What follows belongs to an exercise in optimizing a design on an open flow for small area, a short achievable clock period and few clock cycles per item; a production flow would make more cautious choices. Function was checked by simulation only, so behaviour that the tests miss may differ from the original.

$ cat flow/design.v
module fliax_group_dot (
    input  wire         clk,
    input  wire         rst,
    input  wire         in_valid,
    output wire         in_ready,
    input  wire [127:0] a,
    input  wire [127:0] b,
    input  wire [31:0]  c,
    output reg          out_valid,
    output reg  [31:0]  out_result,
    output reg  [3:0]   out_flags
);
    localparam [31:0] CNAN = 32'h7FC0_0000;
    assign in_ready = 1'b1;
    function [31:0] csa16(input [15:0] x, input [15:0] y, input [15:0] z);
        csa16 = {((x & y) | (x & z) | (y & z)) << 1, x ^ y ^ z};
    endfunction
    function [15:0] rca16(input [15:0] x, input [15:0] y);
        reg cy;
        integer i;
        begin
            cy = 1'b0;
            for (i = 0; i < 16; i = i + 1) begin
                rca16[i] = x[i] ^ y[i] ^ cy;
                cy = (x[i] & y[i]) | (x[i] & cy) | (y[i] & cy);
            end
        end
    endfunction
    function [15:0] mul8(input [7:0] x, input [7:0] y);
        reg [15:0] pp0, pp1, pp2, pp3, pp4, pp5, pp6, pp7;
        reg [31:0] l1a, l1b, l2a, l2b, l3a, l4a;
        begin
            pp0 = {8'd0, x & {8{y[0]}}};
            pp1 = {7'd0, x & {8{y[1]}}, 1'd0};
            pp2 = {6'd0, x & {8{y[2]}}, 2'd0};
            pp3 = {5'd0, x & {8{y[3]}}, 3'd0};
            pp4 = {4'd0, x & {8{y[4]}}, 4'd0};
            pp5 = {3'd0, x & {8{y[5]}}, 5'd0};
            pp6 = {2'd0, x & {8{y[6]}}, 6'd0};
            pp7 = {1'd0, x & {8{y[7]}}, 7'd0};
            l1a = csa16(pp0, pp1, pp2);
            l1b = csa16(pp3, pp4, pp5);
            l2a = csa16(l1a[15:0], l1a[31:16], l1b[15:0]);
            l2b = csa16(l1b[31:16], pp6, pp7);
            l3a = csa16(l2a[15:0], l2a[31:16], l2b[15:0]);
            l4a = csa16(l3a[15:0], l3a[31:16], l2b[31:16]);
            mul8 = rca16(l4a[15:0], l4a[31:16]);
        end
    endfunction
    function [153:0] csa77(input [76:0] x, input [76:0] y, input [76:0] z);
        csa77 = {((x & y) | (x & z) | (y & z)) << 1, x ^ y ^ z};
    endfunction
    function [76:0] add77(input [76:0] x, input [76:0] y, input ci);
        reg [79:0] xx, yy;
        reg [7:0]  s0, pl;
        reg        c0, cb;
        integer blk, i;
        begin
            xx = {3'd0, x};
            yy = {3'd0, y};
            cb = ci;
            for (blk = 0; blk < 10; blk = blk + 1) begin
                c0 = 1'b0;
                for (i = 0; i < 8; i = i + 1) begin
                    s0[i] = xx[8*blk+i] ^ yy[8*blk+i] ^ c0;
                    c0 = (xx[8*blk+i] & yy[8*blk+i]) | (xx[8*blk+i] & c0) | (yy[8*blk+i] & c0);
                end
                pl[0] = 1'b1;
                for (i = 1; i < 8; i = i + 1)
                    pl[i] = pl[i-1] & s0[i-1];
                for (i = 0; i < 8; i = i + 1)
                    if (8*blk+i < 77) add77[8*blk+i] = s0[i] ^ (cb & pl[i]);
                cb = c0 | (cb & pl[7] & s0[7]);
            end
        end
    endfunction
    function [79:0] incr(input [79:0] x, input inc);
        reg [7:0] pl;
        reg       cb;
        integer blk, i;
        begin
            cb = inc;
            for (blk = 0; blk < 10; blk = blk + 1) begin
                pl[0] = 1'b1;
                for (i = 1; i < 8; i = i + 1)
                    pl[i] = pl[i-1] & x[8*blk+i-1];
                for (i = 0; i < 8; i = i + 1)
                    incr[8*blk+i] = x[8*blk+i] ^ (cb & pl[i]);
                cb = cb & pl[7] & x[8*blk+7];
            end
        end
    endfunction
    function [3:0] msb7p1(input [6:0] x);
        begin
            casez (x)
                7'b1??????: msb7p1 = 4'd7;
                7'b01?????: msb7p1 = 4'd6;
                7'b001????: msb7p1 = 4'd5;
                7'b0001???: msb7p1 = 4'd4;
                7'b00001??: msb7p1 = 4'd3;
                7'b000001?: msb7p1 = 4'd2;
                default:    msb7p1 = 4'd1;
            endcase
        end
    endfunction
    function [2:0] tzc8(input [7:0] x);
        begin
            casez (x)
                8'b???????1: tzc8 = 3'd0;
                8'b??????10: tzc8 = 3'd1;
                8'b?????100: tzc8 = 3'd2;
                8'b????1000: tzc8 = 3'd3;
                8'b???10000: tzc8 = 3'd4;
                8'b??100000: tzc8 = 3'd5;
                8'b?1000000: tzc8 = 3'd6;
                default:     tzc8 = 3'd7;
            endcase
        end
    endfunction
    function [4:0] lzc24(input [23:0] x);
        reg [31:0] y;
        begin
            y = {x, 8'hFF};
            lzc24[4] = (y[31:16] == 16'd0);
            y = lzc24[4] ? {y[15:0], 16'd0} : y;
            lzc24[3] = (y[31:24] == 8'd0);
            y = lzc24[3] ? {y[23:0], 8'd0} : y;
            lzc24[2] = (y[31:28] == 4'd0);
            y = lzc24[2] ? {y[27:0], 4'd0} : y;
            lzc24[1] = (y[31:30] == 2'd0);
            y = lzc24[1] ? {y[29:0], 2'd0} : y;
            lzc24[0] = ~y[31];
        end
    endfunction
    function [4:0] tzc24(input [23:0] x);
        reg [31:0] y;
        begin
            y = {8'hFF, x};
            tzc24[4] = (y[15:0] == 16'd0);
            y = tzc24[4] ? {16'd0, y[31:16]} : y;
            tzc24[3] = (y[7:0] == 8'd0);
            y = tzc24[3] ? {8'd0, y[31:8]} : y;
            tzc24[2] = (y[3:0] == 4'd0);
            y = tzc24[2] ? {4'd0, y[31:4]} : y;
            tzc24[1] = (y[1:0] == 2'd0);
            y = tzc24[1] ? {2'd0, y[31:2]} : y;
            tzc24[0] = ~y[0];
        end
    endfunction
    function [6:0] lzc76(input [75:0] x);
        reg [127:0] y;
        begin
            y = {x, 52'd0};
            lzc76[6] = (y[127:64] == 64'd0);
            y = lzc76[6] ? {y[63:0], 64'd0} : y;
            lzc76[5] = (y[127:96] == 32'd0);
            y = lzc76[5] ? {y[95:0], 32'd0} : y;
            lzc76[4] = (y[127:112] == 16'd0);
            y = lzc76[4] ? {y[111:0], 16'd0} : y;
            lzc76[3] = (y[127:120] == 8'd0);
            y = lzc76[3] ? {y[119:0], 8'd0} : y;
            lzc76[2] = (y[127:124] == 4'd0);
            y = lzc76[2] ? {y[123:0], 4'd0} : y;
            lzc76[1] = (y[127:126] == 2'd0);
            y = lzc76[1] ? {y[125:0], 2'd0} : y;
            lzc76[0] = ~y[127];
        end
    endfunction
    function [71:0] align16(input [15:0] d, input f, input [6:0] sh);
        reg [86:0] v;
        integer i;
        begin
            v = {d, {71{f}}};
            for (i = 0; i < 7; i = i + 1)
                if (sh[i]) v = (v >> (1 << i)) | ~({87{1'b1}} >> (1 << i)) & {87{f}};
            align16 = v[71:0];
        end
    endfunction
    function [71:0] align24(input [23:0] d, input f, input [6:0] sh);
        reg [94:0] v;
        integer i;
        begin
            v = {d, {71{f}}};
            for (i = 0; i < 7; i = i + 1)
                if (sh[i]) v = (v >> (1 << i)) | ~({95{1'b1}} >> (1 << i)) & {95{f}};
            align24 = v[71:0];
        end
    endfunction
    reg         v0;
    reg [127:0] a0;
    reg [127:0] b0;
    reg [31:0]  c0;
    always @(posedge clk) begin
        v0 <= ~rst & in_valid;
        a0 <= a;
        b0 <= b;
        c0 <= c;
    end
    wire [8:0] t_nan, t_inf, t_sign, t_nz, t_neg, t_cor;
    wire [7:0] t_zinf;
    wire [9:0] t_Tu [0:8];     
    wire [9:0] t_Q  [0:8];
    wire [9:0] t_L  [0:8];     
    wire [15:0] t_p [0:7];
    wire [23:0] t_mc;
    genvar gi;
    generate
        for (gi = 0; gi < 8; gi = gi + 1) begin : g_prod
            wire [15:0] xa = a0[16*gi +: 16];
            wire [15:0] xb = b0[16*gi +: 16];
            wire [7:0]  ea = xa[14:7];
            wire [7:0]  eb = xb[14:7];
            wire [6:0]  fa = xa[6:0];
            wire [6:0]  fb = xb[6:0];
            wire ha = |ea;
            wire hb = |eb;
            wire a_max = &ea;
            wire b_max = &eb;
            wire a_zero = ~ha & ~|fa;
            wire b_zero = ~hb & ~|fb;
            wire a_nan = a_max & |fa;
            wire b_nan = b_max & |fb;
            wire a_inf = a_max & ~|fa;
            wire b_inf = b_max & ~|fb;
            assign t_nan[gi]  = a_nan | b_nan;
            assign t_zinf[gi] = (a_zero & b_inf) | (a_inf & b_zero);
            assign t_inf[gi]  = (a_inf | b_inf) & ~t_nan[gi] & ~t_zinf[gi];
            assign t_sign[gi] = xa[15] ^ xb[15];
            assign t_nz[gi]   = ~a_zero & ~b_zero;
            assign t_neg[gi]  = t_sign[gi] & t_nz[gi];
            wire [7:0] ma = {ha, fa};
            wire [7:0] mb = {hb, fb};
            wire [8:0] la = ha ? ({1'b0, ea} + 9'd7) : {5'd0, msb7p1(fa)};
            wire [8:0] lb = hb ? ({1'b0, eb} + 9'd7) : {5'd0, msb7p1(fb)};
            wire [3:0] lzab = (ha ? 4'd0 : 4'd8 - msb7p1(fa)) + (hb ? 4'd0 : 4'd8 - msb7p1(fb));
            wire [15:0] p = mul8(ma, mb);
            wire [15:0] pl = p << lzab;
            assign t_p[gi]   = p;
            assign t_cor[gi] = ~pl[15];
            assign t_Q[gi]   = {2'b0, ea[7:1], ea[0] | ~ha} + {2'b0, eb[7:1], eb[0] | ~hb};
            assign t_Tu[gi]  = t_nz[gi] ? ({1'b0, la} + {1'b0, lb} + 10'd1) : 10'd0;
            assign t_L[gi]   = t_Q[gi] + 10'd72 + {7'd0, tzc8(ma)} + {7'd0, tzc8(mb)};
        end
    endgenerate
    wire [7:0]  ec = c0[30:23];
    wire [22:0] fc = c0[22:0];
    wire hc = |ec;
    assign t_nan[8]  = (&ec) & |fc;
    assign t_inf[8]  = (&ec) & ~|fc;
    assign t_sign[8] = c0[31];
    assign t_nz[8]   = hc | |fc;
    assign t_neg[8]  = t_sign[8] & t_nz[8];
    assign t_cor[8]  = 1'b0;
    assign t_mc      = {hc, fc};
    wire [7:0]  ecf  = {ec[7:1], ec[0] | ~hc};
    assign t_Q[8]  = {2'b0, ecf} + 10'd118;
    assign t_Tu[8] = t_nz[8] ? ({2'b0, ecf} + 10'd141 - {5'd0, lzc24(t_mc)}) : 10'd0;
    assign t_L[8]  = {2'b0, ecf} + 10'd190 + {5'd0, tzc24(t_mc)};
    wire [9:0] m01 = (t_Tu[0] > t_Tu[1]) ? t_Tu[0] : t_Tu[1];
    wire [9:0] m23 = (t_Tu[2] > t_Tu[3]) ? t_Tu[2] : t_Tu[3];
    wire [9:0] m45 = (t_Tu[4] > t_Tu[5]) ? t_Tu[4] : t_Tu[5];
    wire [9:0] m67 = (t_Tu[6] > t_Tu[7]) ? t_Tu[6] : t_Tu[7];
    wire [9:0] m03 = (m01 > m23) ? m01 : m23;
    wire [9:0] m47 = (m45 > m67) ? m45 : m67;
    wire [9:0] m07 = (m03 > m47) ? m03 : m47;
    wire [9:0] emu = (m07 > t_Tu[8]) ? m07 : t_Tu[8];
    wire [8:0] t_top;
    generate
        for (gi = 0; gi < 9; gi = gi + 1) begin : g_top
            assign t_top[gi] = (t_Tu[gi] == emu);
        end
    endgenerate
    wire corr = &(~t_top | t_cor);
    wire [9:0] emax = emu - {9'd0, corr};
    wire [6:0] t_sh [0:8];
    wire [8:0] t_sticky;
    generate
        for (gi = 0; gi < 9; gi = gi + 1) begin : g_sh
            wire [9:0] d = emax - t_Q[gi];
            assign t_sh[gi]     = d[6:0] | {7{|d[9:7]}};
            assign t_sticky[gi] = t_nz[gi] & (emax >= t_L[gi]);
        end
    endgenerate
    wire any_nan  = |t_nan;
    wire any_zinf = |t_zinf;
    wire pos_inf  = |(t_inf & ~t_sign);
    wire neg_inf  = |(t_inf & t_sign);
    wire all_zero = ~|t_nz;
    wire all_negz = all_zero & (&t_sign);
    reg         v1;
    reg [15:0]  p1 [0:7];
    reg [23:0]  mc1;
    reg [6:0]   sh1 [0:8];
    reg [8:0]   neg1;
    reg [9:0]   emax1;
    reg         gst1;
    reg         nan1, inv1, inf1, infs1, zero1, zs1;
    integer k;
    always @(posedge clk) begin
        v1 <= ~rst & v0;
        for (k = 0; k < 8; k = k + 1)
            p1[k] <= t_p[k] ^ {16{t_neg[k]}};
        mc1 <= t_mc ^ {24{t_neg[8]}};
        for (k = 0; k < 9; k = k + 1)
            sh1[k] <= t_sh[k];
        neg1  <= t_neg;
        emax1 <= emax;
        gst1  <= |t_sticky;
        nan1  <= any_nan | any_zinf | (pos_inf & neg_inf);
        inv1  <= any_zinf | (~any_nan & pos_inf & neg_inf);
        inf1  <= pos_inf | neg_inf;
        infs1 <= neg_inf;
        zero1 <= all_zero;
        zs1   <= all_negz;
    end
    wire [76:0] r [0:8];
    generate
        for (gi = 1; gi < 8; gi = gi + 1) begin : g_win
            assign r[gi] = {4'd0, ~neg1[gi], align16(p1[gi], neg1[gi], sh1[gi])};
        end
    endgenerate
    assign r[0] = {1'b1, ~neg1[0], {3{neg1[0]}}, align16(p1[0], neg1[0], sh1[0])};
    assign r[8] = {4'd0, ~neg1[8], align24(mc1, neg1[8], sh1[8])};
    wire [153:0] l1a = csa77(r[0], r[1], r[2]);
    wire [153:0] l1b = csa77(r[3], r[4], r[5]);
    wire [153:0] l1c = csa77(r[6], r[7], r[8]);
    wire [76:0]  l1ac = {l1a[153:78], neg1[0]};
    wire [76:0]  l1bc = {l1b[153:78], neg1[1]};
    wire [76:0]  l1cc = {l1c[153:78], neg1[2]};
    wire [153:0] l2a = csa77(l1a[76:0], l1ac, l1b[76:0]);
    wire [153:0] l2b = csa77(l1bc, l1c[76:0], l1cc);
    wire [76:0]  l2ac = {l2a[153:78], neg1[3]};
    wire [76:0]  l2bc = {l2b[153:78], neg1[4]};
    wire [153:0] l3a = csa77(l2a[76:0], l2ac, l2b[76:0]);
    wire [76:0]  l3ac = {l3a[153:78], neg1[5]};
    wire [153:0] l4a = csa77(l3a[76:0], l3ac, l2bc);
    wire [76:0]  l4ac = {l4a[153:78], neg1[6]};
    wire [76:0]  ssum = add77(l4a[76:0], l4ac, neg1[7]);
    reg         v2;
    reg [76:0]  s2;       
    reg         nc2;
    reg [9:0]   emax2;
    reg         gst2;
    reg         nan2, inv2, inf2, infs2, zero2, zs2;
    always @(posedge clk) begin
        v2    <= ~rst & v1;
        s2    <= ssum;
        nc2   <= neg1[8];
        emax2 <= emax1;
        gst2  <= gst1;
        nan2  <= nan1;
        inv2  <= inv1;
        inf2  <= inf1;
        infs2 <= infs1;
        zero2 <= zero1;
        zs2   <= zs1;
    end
    wire        s2_neg = s2[76];
    wire        s_neg = s2_neg & ~(nc2 & (&s2));
    wire [79:0] s_inc = incr({4'd0, s2[75:0] ^ {76{s2_neg}}}, s2_neg ^ nc2);
    wire [75:0] s_abs = s_inc[75:0];
    wire [6:0]  lz = lzc76(s_abs);
    wire [7:0]  r_a = 8'd76 - {1'b0, lz};
    wire [10:0] r_b = 11'd214 - {1'b0, emax2};
    wire        r_bsel = ~r_b[10] & (r_b[7:0] > r_a);
    wire [7:0]  rr = r_bsel ? r_b[7:0] : r_a;
    reg [100:0] ysh;
    reg [24:0]  x;
    integer j;
    always @(*) begin
        ysh = {s_abs, 25'd0};
        for (j = 7; j >= 0; j = j - 1)
            if (rr[j]) ysh = ysh >> (1 << j);
        x = ysh[24:0];
    end
    wire [100:0] y  = {s_abs, 25'd0};
    wire [100:0] ymask = ~({101{1'b1}} << rr);
    wire         st_low = |(y & ymask);
    wire [9:0]  bexp  = emax2 + {2'd0, rr} - 10'd213;
    wire [7:0]  bexp8 = x[24] ? bexp[7:0] : 8'd0;
    wire        big   = x[24] && (bexp >= 10'd255);
    wire        g_bit  = x[0];
    wire        st_bit = st_low | gst2;
    wire        up     = g_bit & (st_bit | x[1]);
    wire [79:0] rinc   = incr({49'd0, bexp8, x[23:1]}, up);
    wire [30:0] rmag   = rinc[30:0];
    wire        ovf    = big | (rmag[30:23] == 8'hFF);
    wire        inex   = g_bit | st_bit | ovf;
    wire        unf    = inex & ~ovf & (rmag[30:23] == 8'h00);
    reg [31:0] res;
    reg [3:0]  flg;
    always @(*) begin
        if (nan2) begin
            res = CNAN;
            flg = {inv2, 3'b000};
        end else if (inf2) begin
            res = {infs2, 31'h7F80_0000};
            flg = 4'b0000;
        end else if (zero2) begin
            res = {zs2, 31'd0};
            flg = 4'b0000;
        end else if (ovf) begin
            res = {s_neg, 31'h7F80_0000};
            flg = 4'b0101;
        end else begin
            res = {s_neg, rmag};
            flg = {2'b00, unf, inex};
        end
    end
    always @(posedge clk) begin
        out_valid  <= ~rst & v2;
        out_result <= res;
        out_flags  <= flg;
    end
endmodule
$ cat flow/run.sh
#!/bin/bash
# synth_recipe.tcl (not shown) runs the flow's synth.tcl, then flattens the netlist and writes it again
# the make line also repeats each setting of config.mk as NAME=value (left out here)
make -C /OpenROAD-flow-scripts/flow DESIGN_CONFIG=/design/flow/config.mk WORK_HOME=/design/flow/orfs CLKGATE_MAP_FILE= SYNTH_SCRIPT=/design/flow/synth_recipe.tcl finish
$ cat flow/config.mk
export PLATFORM = sky130hd
export DESIGN_NAME = fliax_group_dot
export DESIGN_NICKNAME = fliax_group_dot
export VERILOG_FILES = /design/flow/design.v
export SDC_FILE = /design/flow/constraint.sdc
export NUM_CORES = 4
export LEC_CHECK = 0
export CAP_MARGIN = 20
export CORE_MARGIN = 2
export CORE_UTILIZATION = 25
export PLACE_DENSITY = 0.35
export SLEW_MARGIN = 20
$ cat flow/constraint.sdc
create_clock -name core_clock -period 90.0 [get_ports {clk}]
set_input_delay 18.0000 -clock core_clock [delete_from_list [all_inputs] [get_ports {clk}]]
set_output_delay 18.0000 -clock core_clock [all_outputs]
set_load 0.01 [all_outputs]
==> impl_metrics.ini <==
[timing]
max_freq_ghz = 0.0405
maxSlewViolCount = 0
finalWorstSetupSlack_ns = 65.30
period_share_pct = 27.4
final-setup-viol-count = 0
period_minus_slack_ns = 24.70
maxSlewHeadroom_pct = 13.5
worstMarginPinSlew_ns = 1.30
hold_viol_final = 0
finalSetupTns_ns = 0
fin_skew_ns = 0.0609
rsz0062_at_grt = no
holdWs_ns = 0.326

[worst_setup_path]
end_kind = flop
critPathKind = reg -> reg
cp.arrival_ns = 25.46
rrSetupSlack_ns = 65.30
worstReg2RegStart = s2[76]
r2r_cells = 83
worst_path_max_delay_cell = dfxtp_4
r2r_end = out_flags[1]
required_ns = 90.76
cp-start-kind = flop
cp_common_cell = ha_1
cpPeakStageDelay_ns = 0.83
cp_max_fo = 86

[grt]
grt_pass1_wl_mm = 697
grt_max_degree = 87
grt_use_total_pct = 23.9
grt-ovfl-total = 0
grt_pass1_vias = 90800
antenna_found_initial = 26

[route]
post_drt_wl_per_cell_um = 28.2
firstDrtPassIters = 7
vias_per_cell = 5.10
wl_mm = 496
antenna_left = 0
vias = 89700
remaining_drc_errors = 0
drt_iter0_drc = 7081

[logic_synthesis]
synth_warnings = 3
synthFlopType = dfxtp_1
yosysTopAreaCellShare_pct = 20.6
yosys.area.top_type = fa_1
synth_xor_area_share_pct = 6.23
yosysSeqAreaShare_pct = 13.3
synth-simple-area-share_pct = 16.0
synth_compound_area_share_pct = 18.9
synth_edf_count = 0
synth_top_family_by_area = adder cells
muxShareOfSynthArea_pct = 7.33
ys_top_cells_by_area = fa_1 (21%), dfxtp_1 (13%), ha_1 (9.4%)
yosys.area_share.adder_pct = 29.9
syn-num-nets = 14300
synthCells = 12200
synth.distinct_cells = 123
async_reset_ff_share_pct = 0
syn-cell-area_um2 = 99700
synth_area_per_cell_um2 = 8.14
yosys_register_bits = 664

[cts]
cts_tree = built
h-tree-depth = 3
clk_transition_reported_paths_ns = 0.06
ctsResizeCount = 0
cts_buffers = 94
clockBufferDepth = 4
post_cts_hold_buffer_count = 0
clock_sinks = 664
clockRootBuffer = clkbuf_16
clk_latency_ns = 0.86
postCtsSetupBuffers = 0

[die]
ios = 329
initial_core_util_pct = 25.1
core-area_um2 = 397000
row_count = 231
floorplan.die.height_um = 636
dieArea_um2 = 404000
die_w_um = 636

[worst_hold_path]
hold_end = inv2
min-delay-start = inv1
hold_class = reg -> reg
hold_path_depth = 0

[place]
placed_area_um2 = 109000
place.gp.congestion = 1.04
place_hpwl_mm = 420
place.port_buffers = 327
pre_cts_slack_ns = 65.31

[finish]
fillers = 42700
drive_gt1_share_pct = 6.63
area_growth_pct = 12.8
final_nets = 14300
postLayoutCellArea_um2 = 112000

[run_status]
run_status = timing/DRC/antenna clean

[flow_run]
drv_cap = 0
==> state kept, by name, indices dropped and copies added (netlist names), 4 cells and up <==
name,count
a0,128
b0,128
c0,32
emax1,10
emax2,10
mc1,24
neg1,9
out_flags,4
out_result,32
p1,128
s2,77
sh1,63
==> cells in the mapped netlist (all sizes together), types with 140 or more instances <==
| master | count |
|---|---|
| a21oi | 896 |
| and2 | 426 |
| buf | 166 |
| clkbuf | 503 |
| dfxtp | 664 |
| fa | 1024 |
| ha | 747 |
| inv | 1472 |
| mux2 | 150 |
| mux2i | 426 |
| nand2 | 925 |
| nand2b | 167 |
| nand3 | 140 |
| nor2 | 889 |
| nor3 | 226 |
| o21ai | 972 |
| xnor2 | 511 |
| xor2 | 182 |
==> kinds of logic after synthesis <==
group,Yosys count
AOI/OAI and AO/OA,3029
xor gates and xnor gates,699
adders and majority gates,1772
buffers and inverters,2145
DFF,664
muxes,636
other,1
and+or+nand+nor,3296
==> metrics by stage <==
stage | std cells | util, %
after floorplan | 12200 | -
after detailed placement | 17400 | 27.5
after global placement | 17400 | 27.5
final | 17600 | 28.4
after CTS | 17600 | 28.3
after global routing | 17600 | 28.3
==> how the worst max path moves through the flow <==
stage / start / end / slack (ns)
global route: s2[0] / out_flags[1] / 63.42
CTS: s2[1] / out_flags[1] / 65.31
finish: s2[76] / out_flags[1] / 65.30
floorplan: s2[76] / out_flags[1] / 69.43
detailed placement: s2[0] / out_flags[1] / 65.31
global placement: s2[0] / out_flags[1] / 65.30
==> layer usage <==
metal | routed length (µm) | GRT usage, %
met1 | 215000 | 30.4
met2 | 235000 | 40.6
met3 | 20100 | 2.60
met4 | 26400 | 10.8
met5 | 34 | 0
==> worst max-delay path, delay by kind of cell, from the launching register on <==
family                   cells  cell delay (ns)
flip-flops                   1             0.83
XOR/XNOR                     2             0.55
AO/OA/AOI/OAI               28             7.83
buffers and inverters        6             1.92
AND/OR/NAND/NOR             34             9.02
adder cells (fa/ha/maj)     13             4.35
==> placed cells by master, fill, tap and decap left out, types with 61 or more instances in the layout <==
cell type	synthesis	layout
ha_1	747	746
xor2_1	182	169
nor2b_1	136	135
o211ai_1	69	69
nor2_1	887	887
o21a_1	100	100
nand2_1	923	922
nor3_1	222	218
nand3_1	140	140
clkbuf_16	0	94
dfxtp_1	664	659
a21o_1	116	116
fa_1	1024	1024
o22ai_1	82	79
nand2b_1	167	167
buf_4	14	255
clkdlybuf4s50_1	0	327
and2_1	425	425
o221ai_1	65	65
inv_1	1461	1460
mux2_2	149	149
a21oi_1	893	890
xnor2_1	511	501
mux2i_1	425	416
a221oi_1	74	74
nor4_1	70	69
a211oi_1	65	61
o21bai_1	62	62
o21ai_0	953	935
nand4_1	112	112
==> final cells by class <==
type,count,area (µm²),area share [%]
antenna,11,27.5,0.0245
sequential,664,13300,11.8
inverter,1476,5540,4.93
clock buffer,108,2440,2.17
clock inverter,56,721,0.641
multi-input combinational,9433,78600,69.9
timing repair buffer,586,5240,4.66
tap,5242,6560,5.83
Testbench counts, summed over its fixed seeds: cycles 16,032, items 16,000.

-- what the ideal ports hide --
The flow's constraints put no driver on any port. The routed layout listed below was extracted and timed again, unchanged, in two steps.
Step 1 sets driving cells, clkbuf_16 on the clock port and buf_2 on the other inputs (assumed; they add their load-dependent delay and slew).
Step 2, shift: input delay + t, output delay - t, t = (earliest + latest rising clock arrival at the registers) / 2. This alone moves slack from input paths to output paths.
Three values: ideal, step 1, step 2; two values: the first two.
shift t [ns]: 0.944
setup WS [ns]: 65.302 / 65.302 / 65.302
worst setup path after step 2: register to register
worst data-port slew with drivers (ns): 0.06
cell pins on the clock port's net: 1
After both steps this run still meets setup and hold. For this run, drivers alone change the setup slack by 0.000 ns; drivers and shift together by 0.000 ns.
